Background: an optimization exercise with open tools, aiming at small area, a short achievable clock period and few clock cycles per item. Do not read the settings as production practice.
In this exercise RTL edits were held to simulation tests only and were not proved equivalent to the original.
Power is estimated from default activity; no workload was simulated.

==> inputs of run R <==
## snc_alu
module snc_alu (
    input  wire        clk,
    input  wire        rst,
    input  wire        in_valid,
    output wire        in_ready,
    input  wire [4:0]  op,
    input  wire        qb,
    input  wire [39:0] a,
    input  wire [39:0] b,
    input  wire [39:0] d,
    output reg         out_valid,
    output reg  [3:0]  out_trap,
    output reg  [39:0] out_word
);
    reg        v0;
    reg [4:0]  op0;
    reg        qb0;
    reg [39:0] a0, b0, d0;
    reg        busy;           
    reg        rdy;            
    assign in_ready = rdy;
    always @(posedge clk) begin
        if (rst) begin
            v0 <= 1'b0;
        end else if (!busy) begin
            v0 <= in_valid;
        end
        if (!busy && in_valid) begin
            op0 <= op;
            qb0 <= qb;
            a0  <= a;
            b0  <= b;
            d0  <= d;
        end
    end
    wire [3:0]  e_trap;
    wire [3:0]  e_hdr;
    wire [3:0]  e_ty;
    wire        e_arith, e_mul, e_psign, e_mbig, e_ci, e_selq, e_selr, e_ng;
    wire [1:0]  e_cls, e_tpay;
    wire [33:0] e_x, e_y, e_ms, e_mc;
    wire        e_need_div, e_a_neg;
    wire [31:0] e_mag_a, e_mag_b;
    wire [5:0]  e_na, e_nb;
    snc_alu_exec u_exec (
        .op(op0), .qb(qb0), .a(a0), .b(b0), .d(d0),
        .trap(e_trap), .hdr(e_hdr), .ty(e_ty), .arith(e_arith), .cls(e_cls),
        .mul(e_mul), .psign(e_psign), .mbig(e_mbig), .tpay(e_tpay),
        .ms(e_ms), .mc(e_mc), .x(e_x), .y(e_y), .ci(e_ci), .selq(e_selq), .selr(e_selr), .ng(e_ng),
        .need_div(e_need_div), .mag_a(e_mag_a), .mag_b(e_mag_b), .a_neg(e_a_neg),
        .na(e_na), .nb(e_nb)
    );
    reg        v1;
    reg [3:0]  trap1;
    reg [3:0]  hdr1;
    reg [3:0]  ty1;
    reg        arith1, mul1, psign1, mbig1, ci1, selq1, selr1, ng1;
    reg [1:0]  cls1, tpay1;
    reg [33:0] x1, y1, ms1, mc1;
    always @(posedge clk) begin
        if (rst) begin
            v1 <= 1'b0;
        end else if (!busy) begin
            v1 <= v0;
        end
        if (!busy) begin
            trap1  <= e_trap;
            hdr1   <= e_hdr;
            ty1    <= e_ty;
            arith1 <= e_arith;
            cls1   <= e_cls;
            mul1   <= e_mul;
            psign1 <= e_psign;
            mbig1  <= e_mbig;
            tpay1  <= e_tpay;
            x1     <= e_x;
            ms1    <= e_ms;
            mc1    <= e_mc;
  ...
Settings: LEC_CHECK=0, CAP_MARGIN=30, CORE_MARGIN=2, CORE_UTILIZATION=35, PLACE_DENSITY=0.55, SLEW_MARGIN=30; clock period 16.0 ns.
standard.sh (not shown) runs the stock make flow with config.mk's settings and CLKGATE_MAP_FILE= SYNTH_SCRIPT=/design/flow/synth_recipe.tcl, a recipe that flattens the netlist after the stock synthesis.
==> flow/flow/run.sh <==
#!/bin/bash
set -euo pipefail
bash standard.sh SETUP_SLACK_MARGIN=10.5 ABC_AREA=1 finish > orfs_make.log 2>&1
==> run K (differences from run R) <==
--- a/flow/design.v
+++ b/flow/design.v
@@ -15,15 +15,17 @@
     output wire [1:0]  tpay,       
     output wire [33:0] ms,         
     output wire [33:0] mc,
     output reg  [33:0] x,
     output reg  [33:0] y,
     output reg         ci,
     output wire        selq,       
+    output wire        selqn,      
     output wire        selr,       
+    output wire        selrn,      
     output wire        ng,         
     output wire        need_div,   
     output wire [31:0] mag_a,
     output wire [31:0] mag_b,
     output wire        a_neg,
     output reg  [5:0]  na,         
     output reg  [5:0]  nb
@@ -206,29 +208,34 @@
     endfunction
     wire a_signed = (ta == T_INT) || (ta == T_DUR);
     wire b_signed = (tb == T_INT) || (tb == T_DUR);
     assign a_neg = a_signed & pa[31];
     wire b_neg = b_signed & pb[31];
     wire [33:0] xa = {{2{a_neg}}, pa};
     wire [33:0] xb = {{2{b_neg}}, pb};
-    wire [31:0] la = a_neg ? {~pa[30:0], 1'b1} : pa;
-    wire [31:0] lb = pb ^ {32{b_neg}};
+    wire [5:0] na_p = clz32(pa);
+    wire [5:0] na_n = clz32({~pa[30:0], 1'b1});
+    wire [5:0] nb_p = clz32(pb);
+    wire [5:0] nb_n = clz32(~pb);
     integer i;
     always @* begin
-        na = clz32(la);
-        nb = clz32(lb);
+        na = a_neg ? na_n : na_p;
+        nb = b_neg ? nb_n : nb_p;
     end
     wire div_zero = (pb == 32'd0);
     wire is_divop = (op == O_DIV) || (op == O_MOD);
     assign need_div = is_divop && checks_pass && !div_zero;
     assign mag_a = a_neg ? (32'd0 - pa) : pa;
     assign mag_b = b_neg ? (32'd0 - pb) : pb;
-    assign selq = need_div && (op == O_DIV);
-    assign selr = need_div && (op == O_MOD);
-    assign ng = need_div && ((op == O_MOD) ? a_neg : (a_neg ^ b_neg));
+    wire q_ng = a_neg ^ b_neg;
+    assign selq = need_div && (op == O_DIV) && !q_ng;
+    assign selqn = need_div && (op == O_DIV) && q_ng;
+    assign selr = need_div && (op == O_MOD) && !a_neg;
+    assign selrn = need_div && (op == O_MOD) && a_neg;
+    assign ng = selqn || selrn;
     wire dz = is_divop && checks_pass && div_zero;
     assign tpay = {dz & a_neg, dz & !a_neg & (pa != 32'd0)};
     wire [33:0] m_s, m_c;
     snc_alu_mulcsa u_mul (.x(xa), .y(xb), .s(m_s), .c(m_c));
     assign psign = a_neg ^ b_neg;
     wire [6:0] nab = {1'b0, na} + {1'b0, nb};
     assign mbig  = (op == O_MUL) && (nab[6:5] == 2'd0) &&
@@ -1430,32 +1437,34 @@
             d0  <= d;
         end
     end
     wire [3:0]  e_trap;
     wire [3:0]  e_hdr;
     wire [3:0]  e_ty;
     wire        e_arith, e_mul, e_psign, e_mbig, e_ci, e_selq, e_selr, e_ng;
+    wire        e_selqn, e_selrn;
     wire [1:0]  e_cls, e_tpay;
     wire [33:0] e_x, e_y, e_ms, e_mc;
     wire        e_need_div, e_a_neg;
     wire [31:0] e_mag_a, e_mag_b;
     wire [5:0]  e_na, e_nb;
     snc_alu_exec u_exec (
         .op(op0), .qb(qb0), .a(a0), .b(b0), .d(d0),
         .trap(e_trap), .hdr(e_hdr), .ty(e_ty), .arith(e_arith), .cls(e_cls),
         .mul(e_mul), .psign(e_psign), .mbig(e_mbig), .tpay(e_tpay),
         .ms(e_ms), .mc(e_mc), .x(e_x), .y(e_y), .ci(e_ci), .selq(e_selq), .selr(e_selr), .ng(e_ng),
+        .selqn(e_selqn), .selrn(e_selrn),
         .need_div(e_need_div), .mag_a(e_mag_a), .mag_b(e_mag_b), .a_neg(e_a_neg),
         .na(e_na), .nb(e_nb)
     );
     reg        v1;
     reg [3:0]  trap1;
     reg [3:0]  hdr1;
     reg [3:0]  ty1;
-    reg        arith1, mul1, psign1, mbig1, ci1, selq1, selr1, ng1;
+    reg        arith1, mul1, psign1, mbig1, ci1, selq1, selr1, ng1, selqn1, selrn1;
     reg [1:0]  cls1, tpay1;
     reg [33:0] x1, y1, ms1, mc1;
     always @(posedge clk) begin
         if (rst) begin
             v1 <= 1'b0;
         end else if (!busy) begin
             v1 <= v0;
@@ -1473,14 +1482,16 @@
             x1     <= e_x;
             ms1    <= e_ms;
             mc1    <= e_mc;
             y1     <= e_y;
             ci1    <= e_ci;
             selq1  <= e_selq;
             selr1  <= e_selr;
+            selqn1 <= e_selqn;
+            selrn1 <= e_selrn;
             ng1    <= e_ng;
         end
     end
     reg [31:0] rem;
     reg [31:0] quo;
     reg [32:0] dvb;
     reg [4:0]  cnt;
@@ -1526,17 +1537,18 @@
         end else begin
             rem <= rem_n;
             quo <= {quo[29:0], digit};
             dvb <= {2'b00, dvb[32:2]};
             cnt <= cnt - 5'd1;
         end
     end
-    wire [31:0] dres = (rem & {32{selr1}}) | (quo & {32{selq1}});
+    wire [31:0] dres = (rem & {32{selr1}}) | (~rem & {32{selrn1}}) |
+                       (quo & {32{selq1}}) | (~quo & {32{selqn1}});
     wire [33:0] fx   = x1 | ms1;
-    wire [33:0] fy   = y1 | mc1 | ({2'b00, dres} ^ {34{ng1}});
+    wire [33:0] fy   = y1 | mc1 | {{2{ng1}}, dres};
     wire        fci  = ci1 | ng1;
     wire [34:0] rp   = {fx, fci} + {fy, fci};    
     wire [33:0] r    = rp[34:1];
     reg        ovf;
     reg [31:0] sat;
     always @* begin
         case (cls1)
==> flow/flow/run.sh (replaced) <==
#!/bin/bash
set -euo pipefail
bash standard.sh SETUP_SLACK_MARGIN=11 ABC_AREA=1 finish > orfs_make.log 2>&1
==> run G (differences from run R) <==
--- a/flow/design.v
+++ b/flow/design.v
@@ -206,15 +206,15 @@
     endfunction
     wire a_signed = (ta == T_INT) || (ta == T_DUR);
     wire b_signed = (tb == T_INT) || (tb == T_DUR);
     assign a_neg = a_signed & pa[31];
     wire b_neg = b_signed & pb[31];
     wire [33:0] xa = {{2{a_neg}}, pa};
     wire [33:0] xb = {{2{b_neg}}, pb};
-    wire [31:0] la = a_neg ? {~pa[30:0], 1'b1} : pa;
+    wire [31:0] la = pa ^ {32{a_neg}};
     wire [31:0] lb = pb ^ {32{b_neg}};
     integer i;
     always @* begin
         na = clz32(la);
         nb = clz32(lb);
     end
     wire div_zero = (pb == 32'd0);
@@ -226,17 +226,15 @@
     assign selr = need_div && (op == O_MOD);
     assign ng = need_div && ((op == O_MOD) ? a_neg : (a_neg ^ b_neg));
     wire dz = is_divop && checks_pass && div_zero;
     assign tpay = {dz & a_neg, dz & !a_neg & (pa != 32'd0)};
     wire [33:0] m_s, m_c;
     snc_alu_mulcsa u_mul (.x(xa), .y(xb), .s(m_s), .c(m_c));
     assign psign = a_neg ^ b_neg;
-    wire [6:0] nab = {1'b0, na} + {1'b0, nb};
-    assign mbig  = (op == O_MUL) && (nab[6:5] == 2'd0) &&
-                   (a_neg ? (nab[4:0] < 5'd30) : (nab[4:0] != 5'd31));    
+    assign mbig  = (op == O_MUL) && (({1'b0, na} + {1'b0, nb}) <= 7'd30);
     assign mul   = (op == O_MUL);
     assign ms    = m_s & {34{mul}};
     assign mc    = m_c & {34{mul}};
     wire sgn = a_signed;
     wire [33:0] ca = {{2{sgn & pa[31]}}, pa};
     wire [33:0] cb = {{2{sgn & pb[31]}}, pb};
     wire [33:0] cd = {{2{sgn & pd[31]}}, pd};
@@ -283,16 +281,20 @@
     endgenerate
     wire [31:0] sh_out = left ? sh_rev : sh_r;
     wire [31:0] bit_k = 32'd1 << k;
     wire        bput  = (op == O_BPUT);
     wire [31:0] bbase = bput ? pd : pa;
     wire        bset  = (op == O_BSET) | (bput & pa[0]);
     wire [31:0] bit_r = bset ? (bbase | bit_k) : (bbase & ~bit_k);
-    wire [5:0] pc_s, pc_c;
-    snc_alu_popcsa u_popc (.v(pa), .s(pc_s), .c(pc_c));
+    reg [5:0] popc;
+    always @* begin
+        popc = 6'd0;
+        for (i = 0; i < 32; i = i + 1)
+            popc = popc + {5'd0, pa[i]};
+    end
     reg [31:0] pay;
     always @* begin
         case (op)
             O_MIN:  pay = min_ab;
             O_MAX:  pay = max_ab;
             O_LIM:  pay = lim_r;
             O_EQ:   pay = {31'd0, eq};
@@ -302,14 +304,15 @@
             O_GT:   pay = {31'd0, c_gt};
             O_GE:   pay = {31'd0, c_gt | eq};
             O_AND:  pay = pa & pb;
             O_OR:   pay = pa | pb;
             O_XOR:  pay = pa ^ pb;
             O_NOT:  pay = (ta == T_BOOL) ? {31'd0, ~pa[0]} : ~pa;
             O_ANDN: pay = pa & ~pb;
+            O_POPC: pay = {26'd0, popc};
             O_CLZ:  pay = {26'd0, na};
             O_BTST: pay = {31'd0, r_o[0]};
             O_BSET, O_BCLR, O_BPUT: pay = bit_r;
             default: pay = sh_out;    
         endcase
     end
     wire stamp_diff = (ta == T_STAMP) && (tb == T_STAMP);
@@ -332,15 +335,14 @@
         y  = 34'd0;
         ci = 1'b0;
         case (op)
             O_ADD: begin x = xa; y = xb; end
             O_SUB: begin x = xa; y = ~xb; ci = 1'b1; end
             O_MUL: ;
             O_DIV, O_MOD: ;
-            O_POPC: begin x = {28'd0, pc_s}; y = {28'd0, pc_c}; end
             O_NEG: begin y = ~xa; ci = 1'b1; end
             O_ABS: begin
                 if (a_neg) begin y = ~xa; ci = 1'b1; end
                 else       x = xa;
             end
             default: x = {2'b00, pay};
         endcase
@@ -1321,84 +1323,14 @@
     assign s[31] = fs539;
     assign c[31] = fc538;
     assign s[32] = fs541;
     assign c[32] = fc540;
     assign s[33] = fs543;
     assign c[33] = fc542;
 endmodule
-module snc_alu_popcsa (
-    input  wire [31:0] v,
-    output wire [5:0]  s,
-    output wire [5:0]  c
-);
-    wire [3:0] q0 = v[3:0];
-    wire [2:0] n0 = {1'b0, 1'b0, q0[0]} + {1'b0, 1'b0, q0[1]} + {1'b0, 1'b0, q0[2]} + {1'b0, 1'b0, q0[3]};
-    wire [3:0] q1 = v[7:4];
-    wire [2:0] n1 = {1'b0, 1'b0, q1[0]} + {1'b0, 1'b0, q1[1]} + {1'b0, 1'b0, q1[2]} + {1'b0, 1'b0, q1[3]};
-    wire [3:0] q2 = v[11:8];
-    wire [2:0] n2 = {1'b0, 1'b0, q2[0]} + {1'b0, 1'b0, q2[1]} + {1'b0, 1'b0, q2[2]} + {1'b0, 1'b0, q2[3]};
-    wire [3:0] q3 = v[15:12];
-    wire [2:0] n3 = {1'b0, 1'b0, q3[0]} + {1'b0, 1'b0, q3[1]} + {1'b0, 1'b0, q3[2]} + {1'b0, 1'b0, q3[3]};
-    wire [3:0] q4 = v[19:16];
-    wire [2:0] n4 = {1'b0, 1'b0, q4[0]} + {1'b0, 1'b0, q4[1]} + {1'b0, 1'b0, q4[2]} + {1'b0, 1'b0, q4[3]};
-    wire [3:0] q5 = v[23:20];
-    wire [2:0] n5 = {1'b0, 1'b0, q5[0]} + {1'b0, 1'b0, q5[1]} + {1'b0, 1'b0, q5[2]} + {1'b0, 1'b0, q5[3]};
-    wire [3:0] q6 = v[27:24];
-    wire [2:0] n6 = {1'b0, 1'b0, q6[0]} + {1'b0, 1'b0, q6[1]} + {1'b0, 1'b0, q6[2]} + {1'b0, 1'b0, q6[3]};
-    wire [3:0] q7 = v[31:28];
-    wire [2:0] n7 = {1'b0, 1'b0, q7[0]} + {1'b0, 1'b0, q7[1]} + {1'b0, 1'b0, q7[2]} + {1'b0, 1'b0, q7[3]};
-    wire ps1 = n0[0] ^ n1[0] ^ n2[0];
-    wire pc2 = (n0[0] & n1[0]) | (n2[0] & (n0[0] ^ n1[0]));
-    wire ps3 = n0[1] ^ n1[1] ^ n2[1];
-    wire pc4 = (n0[1] & n1[1]) | (n2[1] & (n0[1] ^ n1[1]));
-    wire qs5 = n3[1] ^ n4[1];
-    wire qc6 = n3[1] & n4[1];
-    wire ps7 = n0[2] ^ n1[2] ^ n2[2];
-    wire pc8 = (n0[2] & n1[2]) | (n2[2] & (n0[2] ^ n1[2]));
-    wire ps9 = n3[2] ^ n4[2] ^ n5[2];
-    wire pc10 = (n3[2] & n4[2]) | (n5[2] & (n3[2] ^ n4[2]));
-    wire ps11 = n3[0] ^ n4[0] ^ n5[0];
-    wire pc12 = (n3[0] & n4[0]) | (n5[0] & (n3[0] ^ n4[0]));
-    wire ps13 = n5[1] ^ n6[1] ^ n7[1];
-    wire pc14 = (n5[1] & n6[1]) | (n7[1] & (n5[1] ^ n6[1]));
-    wire qs15 = ps3 ^ qs5;
-    wire qc16 = ps3 & qs5;
-    wire ps17 = n6[2] ^ n7[2] ^ ps7;
-    wire pc18 = (n6[2] & n7[2]) | (ps7 & (n6[2] ^ n7[2]));
-    wire ps19 = ps9 ^ pc4 ^ qc6;
-    wire pc20 = (ps9 & pc4) | (qc6 & (ps9 ^ pc4));
-    wire qs21 = n6[0] ^ n7[0];
-    wire qc22 = n6[0] & n7[0];
-    wire ps23 = pc2 ^ ps13 ^ pc12;
-    wire pc24 = (pc2 & ps13) | (pc12 & (pc2 ^ ps13));
-    wire ps25 = pc14 ^ ps17 ^ ps19;
-    wire pc26 = (pc14 & ps17) | (ps19 & (pc14 ^ ps17));
-    wire ps27 = pc8 ^ pc10 ^ pc18;
-    wire pc28 = (pc8 & pc10) | (pc18 & (pc8 ^ pc10));
-    wire qs29 = ps1 ^ ps11;
-    wire qc30 = ps1 & ps11;
-    wire ps31 = qc22 ^ qs15 ^ ps23;
-    wire pc32 = (qc22 & qs15) | (ps23 & (qc22 ^ qs15));
-    wire ps33 = qc16 ^ pc24 ^ ps25;
-    wire pc34 = (qc16 & pc24) | (ps25 & (qc16 ^ pc24));
-    wire ps35 = pc20 ^ ps27 ^ pc26;
-    wire pc36 = (pc20 & ps27) | (pc26 & (pc20 ^ ps27));
-    assign s[0] = qs21;
-    assign c[0] = qs29;
-    assign s[1] = ps31;
-    assign c[1] = qc30;
-    assign s[2] = ps33;
-    assign c[2] = pc32;
-    assign s[3] = ps35;
-    assign c[3] = pc34;
-    assign s[4] = pc28;
-    assign c[4] = pc36;
-    assign s[5] = 1'b0;
-    assign c[5] = 1'b0;
-endmodule
 module snc_alu (
     input  wire        clk,
     input  wire        rst,
     input  wire        in_valid,
     output wire        in_ready,
     input  wire [4:0]  op,
     input  wire        qb,
@@ -1479,18 +1411,22 @@
             selr1  <= e_selr;
             ng1    <= e_ng;
         end
     end
     reg [31:0] rem;
     reg [31:0] quo;
     reg [32:0] dvb;
+    reg [5:0]  na1, nb1;
+    reg        an1;
+    reg        aln;            
     reg [4:0]  cnt;
-    wire [6:0] s_t  = {1'b0, e_nb} - {1'b0, e_na};
-    wire [5:0] s_sh = {s_t[5:1], 1'b0};
-    wire [4:0] s_k  = s_t[5:1] + 5'd1;
+    wire [6:0] s_t  = {1'b0, e_nb} + {6'd0, e_a_neg} - {1'b0, e_na};
+    wire [6:0] a_t  = {1'b0, nb1} + {6'd0, an1} - {1'b0, na1};
+    wire [5:0] a_sh = {a_t[5:1], 1'b0};
+    wire [4:0] a_k  = a_t[5:1] + 5'd1;
     wire [35:0] r_1 = {4'd0, rem} - {3'd0, dvb};
     wire [35:0] r_2 = {4'd0, rem} - {2'd0, dvb, 1'b0};
     wire [35:0] c_a = {4'd0, rem};
     wire [35:0] c_b = ~{3'd0, dvb};
     wire [35:0] c_c = ~{2'd0, dvb, 1'b0};
     wire [35:0] c_s = c_a ^ c_b ^ c_c;
     wire [35:0] c_k = {(c_a[34:0] & c_b[34:0]) | (c_c[34:0] & (c_a[34:0] ^ c_b[34:0])), 1'b0};
@@ -1510,23 +1446,33 @@
     always @(posedge clk) begin
         if (rst) begin
             busy <= 1'b0;
             rdy  <= 1'b1;
         end else if (!busy) begin
             busy <= start_div;
             rdy  <= !start_div;
+        end else if (aln) begin
+            busy <= 1'b1;
+            rdy  <= 1'b0;
         end else begin
             busy <= (cnt != 5'd1);
             rdy  <= (cnt == 5'd1);
         end
         if (!busy) begin
             rem <= e_mag_a;
             quo <= 32'd0;
-            dvb <= {1'b0, e_mag_b} << s_sh;
-            cnt <= s_k;
+            dvb <= {1'b0, e_mag_b};
+            na1 <= e_na;
+            nb1 <= e_nb;
+            an1 <= e_a_neg;
+            aln <= 1'b1;
+        end else if (aln) begin
+            dvb <= dvb << a_sh;
+            cnt <= a_k;
+            aln <= 1'b0;
         end else begin
             rem <= rem_n;
             quo <= {quo[29:0], digit};
             dvb <= {2'b00, dvb[32:2]};
             cnt <= cnt - 5'd1;
         end
     end
==> flow/flow/run.sh (replaced) <==
#!/bin/bash
set -euo pipefail
bash standard.sh SETUP_SLACK_MARGIN=10 finish > orfs_make.log 2>&1
==> comparison table <==
                                                               run K           run R           run G
Run status                                            finished clean  finished clean  finished clean
Layout cell share with drive strength beyond 1                 12.1%           11.5%           10.3%
Pin count of the biggest net entering global routing             106              98             100
Maximum frequency from static timing analysis                192 MHz         182 MHz         165 MHz
Worst-case register-to-register setup slack                 10.80 ns        10.51 ns         9.93 ns
Met3 usage                                                     12.0%           9.19%           10.1%
Power spent charging and discharging nets                    4.17 mW         4.23 mW         3.63 mW
Number of global-route vias before repair                      55876           52411           51825
DP Worst Slack                                               8.70 ns         7.50 ns         8.83 ns
Total CTS buffers                                                 54              53              58
Final hold slack                                            0.346 ns        0.339 ns        0.338 ns
Number of flip-flops and latches                                 436             434             448
Global router's overall resource usage                         36.8%           34.2%           36.3%
Clock buf count                                                   65              78              75
Testbench counts of run R, summed over its fixed seeds: cycles 28,623, items 24,000.
Testbench counts of run K, summed over its fixed seeds: cycles 28,623, items 24,000.
Testbench counts of run G, summed over its fixed seeds: cycles 29,476, items 24,000.

## static timing again, ports no longer ideal
No port has a modelled driver above. Below, the same layouts with a new extraction and two added sets of constraints.
Step 1 sets driving cells, clkbuf_16 on the clock port and buf_2 on the other inputs (assumed; they add their load-dependent delay and slew).
Step 2 times the ports against the registers' clock, not the clock port: input delays grow and output delays shrink by t, the midpoint of the rising clock arrivals with the driver on.
Slacks: no drivers / after step 1 / after step 2; pairs: no drivers / after step 1.
| run | t (ns) | setup slack, ns | worst setup path at the end |
|---|---|---|---|
| run R | 0.768 | 10.508 / 10.508 / 10.152 | input to register |
| run K | 0.790 | 10.798 / 10.798 / 10.446 | input to register |
| run G | 0.786 | 9.930 / 9.930 / 9.873 | input to register |
After both steps every run listed still meets setup and hold. For run R, which loses most, drivers alone change the setup slack by 0.000 ns; drivers and shift together by -0.356 ns.
